This is an optimization exercise on Yosys and OpenROAD, whose aim is small area, a short achievable clock period and few clock cycles per item, not a production implementation. Where RTL was checked, it was by simulation tests only, not by an equivalence proof against the original. Power figures rest on the tool's default switching activity, not on a simulated workload.

==> run a <==
Design pe_row_unit, start of the top module:
module pe_row_unit #(
    parameter W = 2                       
) (
    input  wire              clk,
    input  wire              rst,         
    input  wire              in_valid,
    output wire              in_ready,
    input  wire [4:0]        in_k,
    input  wire [23:0]       in_miss,
    input  wire [24*8*W-1:0] in_data,
    output reg               out_valid,
    input  wire              out_ready,
    output wire [24*8*W-1:0] out_data,
    output reg  [2:0]        out_case,
    output reg               out_lost
);
==> flow/config.mk <==
export PLATFORM = sky130hd
export DESIGN_NAME = pe_row_unit
export DESIGN_NICKNAME = pe_row_unit
export VERILOG_FILES = /design/flow/design.v
export SDC_FILE = /design/flow/constraint.sdc
export NUM_CORES = 4
export LEC_CHECK = 0
export CAP_MARGIN = 20
export CORE_MARGIN = 2
export CORE_UTILIZATION = 40
export PLACE_DENSITY = 0.6
export SLEW_MARGIN = 20
==> flow/constraint.sdc <==
create_clock -name core_clock -period 13.0 [get_ports {clk}]
set_input_delay 2.6000 -clock core_clock [delete_from_list [all_inputs] [get_ports {clk}]]
set_output_delay 2.6000 -clock core_clock [all_outputs]
set_load 0.01 [all_outputs]
standard.sh (not shown) runs the stock make flow with config.mk's settings and CLKGATE_MAP_FILE= SYNTH_SCRIPT=/design/flow/synth_recipe.tcl, a recipe that flattens the netlist after the stock synthesis.
==> flow/flow/run.sh <==
#!/bin/bash
# The standard layout, with plain buf_1 cells as the port buffers and
# timing repair aiming at 6.6 ns of setup slack (about a 6.4 ns clock),
# so that the achieved period is pushed below the 13 ns constraint.
set -euo pipefail
bash standard.sh "BUFFER_PORTS_ARGS=-buffer_cell sky130_fd_sc_hd__buf_1" \
    "SETUP_SLACK_MARGIN=6.6" "TNS_END_PERCENT=100" finish > standard_flow.log 2>&1
==> run b: changes against run a <==
==> flow/flow/run.sh (replaced) <==
#!/bin/bash
# The standard layout, with plain buf_1 cells as the port buffers and
# timing repair aiming at 6.2 ns of setup slack (about a 6.8 ns clock),
# so that the achieved period is pushed below the 13 ns constraint.
set -euo pipefail
bash standard.sh "BUFFER_PORTS_ARGS=-buffer_cell sky130_fd_sc_hd__buf_1" \
    "SETUP_SLACK_MARGIN=6.2" "TNS_END_PERCENT=100" finish > standard_flow.log 2>&1
CORE_UTILIZATION = 45   (was 40)
PLACE_DENSITY = 0.65   (was 0.6)
==> run c: changes against run a <==
==> flow/flow/run.sh (replaced) <==
#!/bin/bash
# The standard layout, with plain buf_1 cells as the port buffers and
# timing repair aiming at 6.4 ns of setup slack (about a 6.6 ns clock),
# so that the achieved period is pushed below the 13 ns constraint.
set -euo pipefail
bash standard.sh "BUFFER_PORTS_ARGS=-buffer_cell sky130_fd_sc_hd__buf_1" \
    "SETUP_SLACK_MARGIN=6.4" "TNS_END_PERCENT=100" finish > standard_flow.log 2>&1
CTS_BUF_LIST = sky130_fd_sc_hd__clkbuf_8   (was unset)
==> comparison table <==
	run c	run b	run a
Status	no timing/DRC/antenna violations	no timing/DRC/antenna violations	no timing/DRC/antenna violations
Number of buffers inserted by post-CTS setup repair	131	96	190
Multi-input combinational cell area	29,100 sq um	27,700 sq um	29,900 sq um
Total sequential power	2.00 mW	2.04 mW	2.01 mW
Relative area of non-clock buffer cells in the final design	0.143	0.119	0.149
Clock buffer and inverter area fraction after layout	0.0286	0.0324	0.0315
Placeable core area	102,000 sq um	91,400 sq um	102,000 sq um
Proportion of cell area occupied by registers	0.249	0.265	0.243
Buf/Inv on CP	4	5	8
Met3 layer wire length in the routed design	59.4 mm	59.3 mm	59.7 mm
Multi-input logic cell count	4,071	4,069	4,073
Worst slack, placed	4.10 ns	4.25 ns	4.26 ns
Fillers	9,621	8,603	9,554
H-Tree Depth	3	2	2
Worst path depth	13	16	21
Die area	106,000 sq um	94,300 sq um	106,000 sq um
Gate power share	0.827	0.752	0.816
Unrepaired setup endpoints after global routing	yes	no	yes
CTS buffer count	83	51	55
Met3 Use GR	0.284	0.333	0.274
Die boundary height	325 um	307 um	325 um
Met2 WL post-DR	118 mm	106 mm	116 mm
Static leakage	19.4 nW	17.9 nW	20.1 nW
Worst path slowest cell	xnor2_2	nor2_1	or3_1
Placer congestion estimate	1.10	1.15	1.10
Testbench counts of run a, summed over its fixed seeds: cycles 24,008, items 24,000.
Testbench counts of run b, summed over its fixed seeds: cycles 24,008, items 24,000.
Testbench counts of run c, summed over its fixed seeds: cycles 24,008, items 24,000.


==> exp/umber: inputs <==
Another version of the RTL of pe_row_unit (not shown whole).
make LEC_CHECK=0 CAP_MARGIN=20 CORE_MARGIN=2 CORE_UTILIZATION=40 PLACE_DENSITY=0.6 SLEW_MARGIN=20 finish   # period 13.0 ns
run.sh (not shown) runs the stock make flow with config.mk's settings and CLKGATE_MAP_FILE= SYNTH_SCRIPT=/design/flow/synth_recipe.tcl, a recipe that flattens the netlist after the stock synthesis.
Stock flow here: none of the scripts above is used.
==> exp/tundra (differences from exp/umber) <==
--- a/flow/design.v
+++ b/flow/design.v
@@ -429,14 +429,15 @@
     reg  [21:0]     xh, yh;        
     reg             nd1, nd2, nd3;
     reg  [2:0]      cs;
     reg             lost;
     reg  [7:0]      cq, cp;
     reg             hx, xp, hy, pp, pu, qv;
     integer i, b;
+    reg  [8*64-1:0] qg;            
     always @* begin
         for (i = 0; i < 22; i = i + 1) begin
             dmiss[i] = (i < in_k) && in_miss[i];
             md[i*LW +: LW] = ((i < in_k) && !in_miss[i]) ? in_data[i*LW +: LW] : {LW{1'b0}};
         end
         mp = in_miss[22] ? {LW{1'b0}} : in_data[22*LW +: LW];
         mq = in_miss[23] ? {LW{1'b0}} : in_data[23*LW +: LW];
@@ -448,19 +449,61 @@
             if (xh[i]) x = x | i;
             if (yh[i]) y = y | i;
         end
         nd1 = |dmiss;
         nd2 = |dsec;
         nd3 = |(dsec & (dsec - 22'd1));
         ps = mp;
-        qs = mq;
-        for (i = 0; i < 22; i = i + 1) begin
+        for (i = 0; i < 22; i = i + 1)
             ps = ps ^ md[i*LW +: LW];
-            for (b = 0; b < W; b = b + 1)
-                qs[8*b +: 8] = qs[8*b +: 8] ^ mul_gi(md[i*LW + 8*b +: 8], i);
+        for (b = 0; b < W; b = b + 1) begin
+            qg[8*0 +: 8] = md[0*LW + 8*b +: 8];
+            qg[8*1 +: 8] = md[1*LW + 8*b +: 8];
+            qg[8*2 +: 8] = md[2*LW + 8*b +: 8];
+            qg[8*3 +: 8] = md[3*LW + 8*b +: 8];
+            qg[8*4 +: 8] = md[4*LW + 8*b +: 8];
+            qg[8*5 +: 8] = md[5*LW + 8*b +: 8];
+            qg[8*6 +: 8] = md[6*LW + 8*b +: 8];
+            qg[8*7 +: 8] = md[7*LW + 8*b +: 8];
+            qg[8*8 +: 8] = md[8*LW + 8*b +: 8];
+            qg[8*9 +: 8] = md[9*LW + 8*b +: 8];
+            qg[8*10 +: 8] = md[10*LW + 8*b +: 8];
+            qg[8*11 +: 8] = md[11*LW + 8*b +: 8];
+            qg[8*12 +: 8] = md[12*LW + 8*b +: 8];
+            qg[8*13 +: 8] = md[13*LW + 8*b +: 8];
+            qg[8*14 +: 8] = md[14*LW + 8*b +: 8];
+            qg[8*15 +: 8] = md[15*LW + 8*b +: 8];
+            qg[8*16 +: 8] = md[16*LW + 8*b +: 8];
+            qg[8*17 +: 8] = md[17*LW + 8*b +: 8];
+            qg[8*18 +: 8] = md[18*LW + 8*b +: 8];
+            qg[8*19 +: 8] = md[19*LW + 8*b +: 8];
+            qg[8*20 +: 8] = md[20*LW + 8*b +: 8];
+            qg[8*21 +: 8] = md[21*LW + 8*b +: 8];
+            qg[8*22 +: 8] = qg[8*0 +: 8] ^ mul_gi(qg[8*1 +: 8], 5'd1);
+            qg[8*23 +: 8] = qg[8*2 +: 8] ^ mul_gi(qg[8*3 +: 8], 5'd1);
+            qg[8*24 +: 8] = qg[8*4 +: 8] ^ mul_gi(qg[8*5 +: 8], 5'd1);
+            qg[8*25 +: 8] = qg[8*6 +: 8] ^ mul_gi(qg[8*7 +: 8], 5'd1);
+            qg[8*26 +: 8] = qg[8*8 +: 8] ^ mul_gi(qg[8*9 +: 8], 5'd1);
+            qg[8*27 +: 8] = qg[8*10 +: 8] ^ mul_gi(qg[8*11 +: 8], 5'd1);
+            qg[8*28 +: 8] = qg[8*12 +: 8] ^ mul_gi(qg[8*13 +: 8], 5'd1);
+            qg[8*29 +: 8] = qg[8*14 +: 8] ^ mul_gi(qg[8*15 +: 8], 5'd1);
+            qg[8*30 +: 8] = qg[8*16 +: 8] ^ mul_gi(qg[8*17 +: 8], 5'd1);
+            qg[8*31 +: 8] = qg[8*18 +: 8] ^ mul_gi(qg[8*19 +: 8], 5'd1);
+            qg[8*32 +: 8] = qg[8*20 +: 8] ^ mul_gi(qg[8*21 +: 8], 5'd1);
+            qg[8*33 +: 8] = qg[8*22 +: 8] ^ mul_gi(qg[8*23 +: 8], 5'd2);
+            qg[8*34 +: 8] = qg[8*24 +: 8] ^ mul_gi(qg[8*25 +: 8], 5'd2);
+            qg[8*35 +: 8] = qg[8*26 +: 8] ^ mul_gi(qg[8*27 +: 8], 5'd2);
+            qg[8*36 +: 8] = qg[8*28 +: 8] ^ mul_gi(qg[8*29 +: 8], 5'd2);
+            qg[8*37 +: 8] = qg[8*30 +: 8] ^ mul_gi(qg[8*31 +: 8], 5'd2);
+            qg[8*38 +: 8] = qg[8*33 +: 8] ^ mul_gi(qg[8*34 +: 8], 5'd4);
+            qg[8*39 +: 8] = qg[8*35 +: 8] ^ mul_gi(qg[8*36 +: 8], 5'd4);
+            qg[8*40 +: 8] = qg[8*37 +: 8] ^ mul_gi(qg[8*32 +: 8], 5'd4);
+            qg[8*41 +: 8] = qg[8*38 +: 8] ^ mul_gi(qg[8*39 +: 8], 5'd8);
+            qg[8*42 +: 8] = qg[8*41 +: 8] ^ mul_gi(qg[8*40 +: 8], 5'd16);
+            qs[8*b +: 8] = mq[8*b +: 8] ^ qg[8*42 +: 8];
         end
         lost = nd3 || (nd2 && (in_miss[22] || in_miss[23])) ||
                (nd1 && in_miss[22] && in_miss[23]);
         cs = 3'd0;
         if (!lost) begin
             if (!nd1)
                 cs = (in_miss[22] && in_miss[23]) ? 3'd4 : in_miss[22] ? 3'd1 :
==> flow/flow/run.sh (new file) <==
#!/bin/bash
# The standard layout, with plain buf_1 cells as the port buffers and
# timing repair aiming at 7 ns of setup slack (a 6 ns clock) so that the
# achieved period is pushed below the 13 ns constraint.
set -euo pipefail
bash standard.sh "BUFFER_PORTS_ARGS=-buffer_cell sky130_fd_sc_hd__buf_1" \
    "SETUP_SLACK_MARGIN=7" finish > standard_flow.log 2>&1
==> flow/standard.sh (new file) <==
#!/bin/bash
# synth_recipe.tcl (not shown) runs the flow's synth.tcl, then flattens the netlist and writes it again
# the make line also repeats each setting of config.mk as NAME=value (left out here)
make -C /OpenROAD-flow-scripts/flow DESIGN_CONFIG=/design/flow/config.mk WORK_HOME=/design/flow/orfs CLKGATE_MAP_FILE= SYNTH_SCRIPT=/design/flow/synth_recipe.tcl "${@:-finish}"
==> flow/config.mk (replaced) <==
export PLATFORM = sky130hd
export DESIGN_NAME = pe_row_unit
export DESIGN_NICKNAME = pe_row_unit
export VERILOG_FILES = /design/flow/design.v
export SDC_FILE = /design/flow/constraint.sdc
export NUM_CORES = 4
export LEC_CHECK = 0
export CAP_MARGIN = 20
export CORE_MARGIN = 2
export CORE_UTILIZATION = 45
export PLACE_DENSITY = 0.6
export SLEW_MARGIN = 20
removed: flow/run.sh
==> summary.txt <==
outcome=finished clean; biggest power consumer among the groups=combinational logic; average via count per standard cell=roughly 6.6; met3 track demand over resource=between 20% and 30%; largest register by flop count=r_md; path category of the worst min-delay check=reg2reg; multi-input combinational area share=a little over half; Inverters excl. clock=between 90 and 100; most frequent standard cell in the layout excluding fill and tap cells=sky130_fd_sc_hd__xnor2_1
the above is filed under exp/umber

==> summary.txt <==
cell area after synthesis=41,800 sq um; Worst Endpoint after GRT Repair=out_data[267]; outcome=stopped before the end; quantity of I/O buffers inserted on ports=a little over 800; Post-CTS Hold Fix Bufs=0; top cell type's share of synthesized area=between 30% and 40%; biggest area contributors in the synthesized netlist=sky130_fd_sc_hd__edfxtp_1 (32%), sky130_fd_sc_hd__xnor2_1 (18%), sky130_fd_sc_hd__nand2_1 (6.2%); largest net degree at the start of global routing=170; stop err=[ERROR GRT-0232] Routing congestion too high. Check the congestion heatmap in the GUI.; met3 track demand over resource=between 80% and 90%; total nets after synthesis=roughly 5,500; dominant cell by count in the synthesized netlist=sky130_fd_sc_hd__xnor2_1; leading area contributor after synthesis=sky130_fd_sc_hd__edfxtp_1; Fail Step=global routing
the above is filed under exp/tundra

Testbench counts of exp/tundra, summed over its fixed seeds: cycles 24,008, items 24,000.
The RTL of exp/umber was laid out without a check of its function.

==> static timing again, ports no longer ideal <==
The flow's constraints put no driver on any port. The routed layouts listed below were extracted and timed again, unchanged, in two steps. Step 1, drivers: a clkbuf_16 drives clk and a buf_2 each remaining input, both assumed. Step 2 moves the port delays by t, midway between the first and last clock arrival at a register: inputs arrive t later, outputs are due t later. That takes back most of the time a late clock gives input paths. a / b / c = no drivers / after step 1 / after step 2; a / b = the first two.
run	t (ns)	setup WS [ns]	worst data-port slew with drivers (ns)
run a	0.748	6.321 / 6.316 / 5.626	0.27
run b	0.680	6.000 / 5.953 / 5.356	0.26
run c	0.863	6.170 / 6.181 / 5.359	0.23
exp/umber	0.776	3.748 / 3.661 / 3.860	0.34
After both steps setup and hold are still met in every run listed. For run c, which loses most, drivers alone change the setup slack by +0.011 ns; drivers and shift together by -0.811 ns.
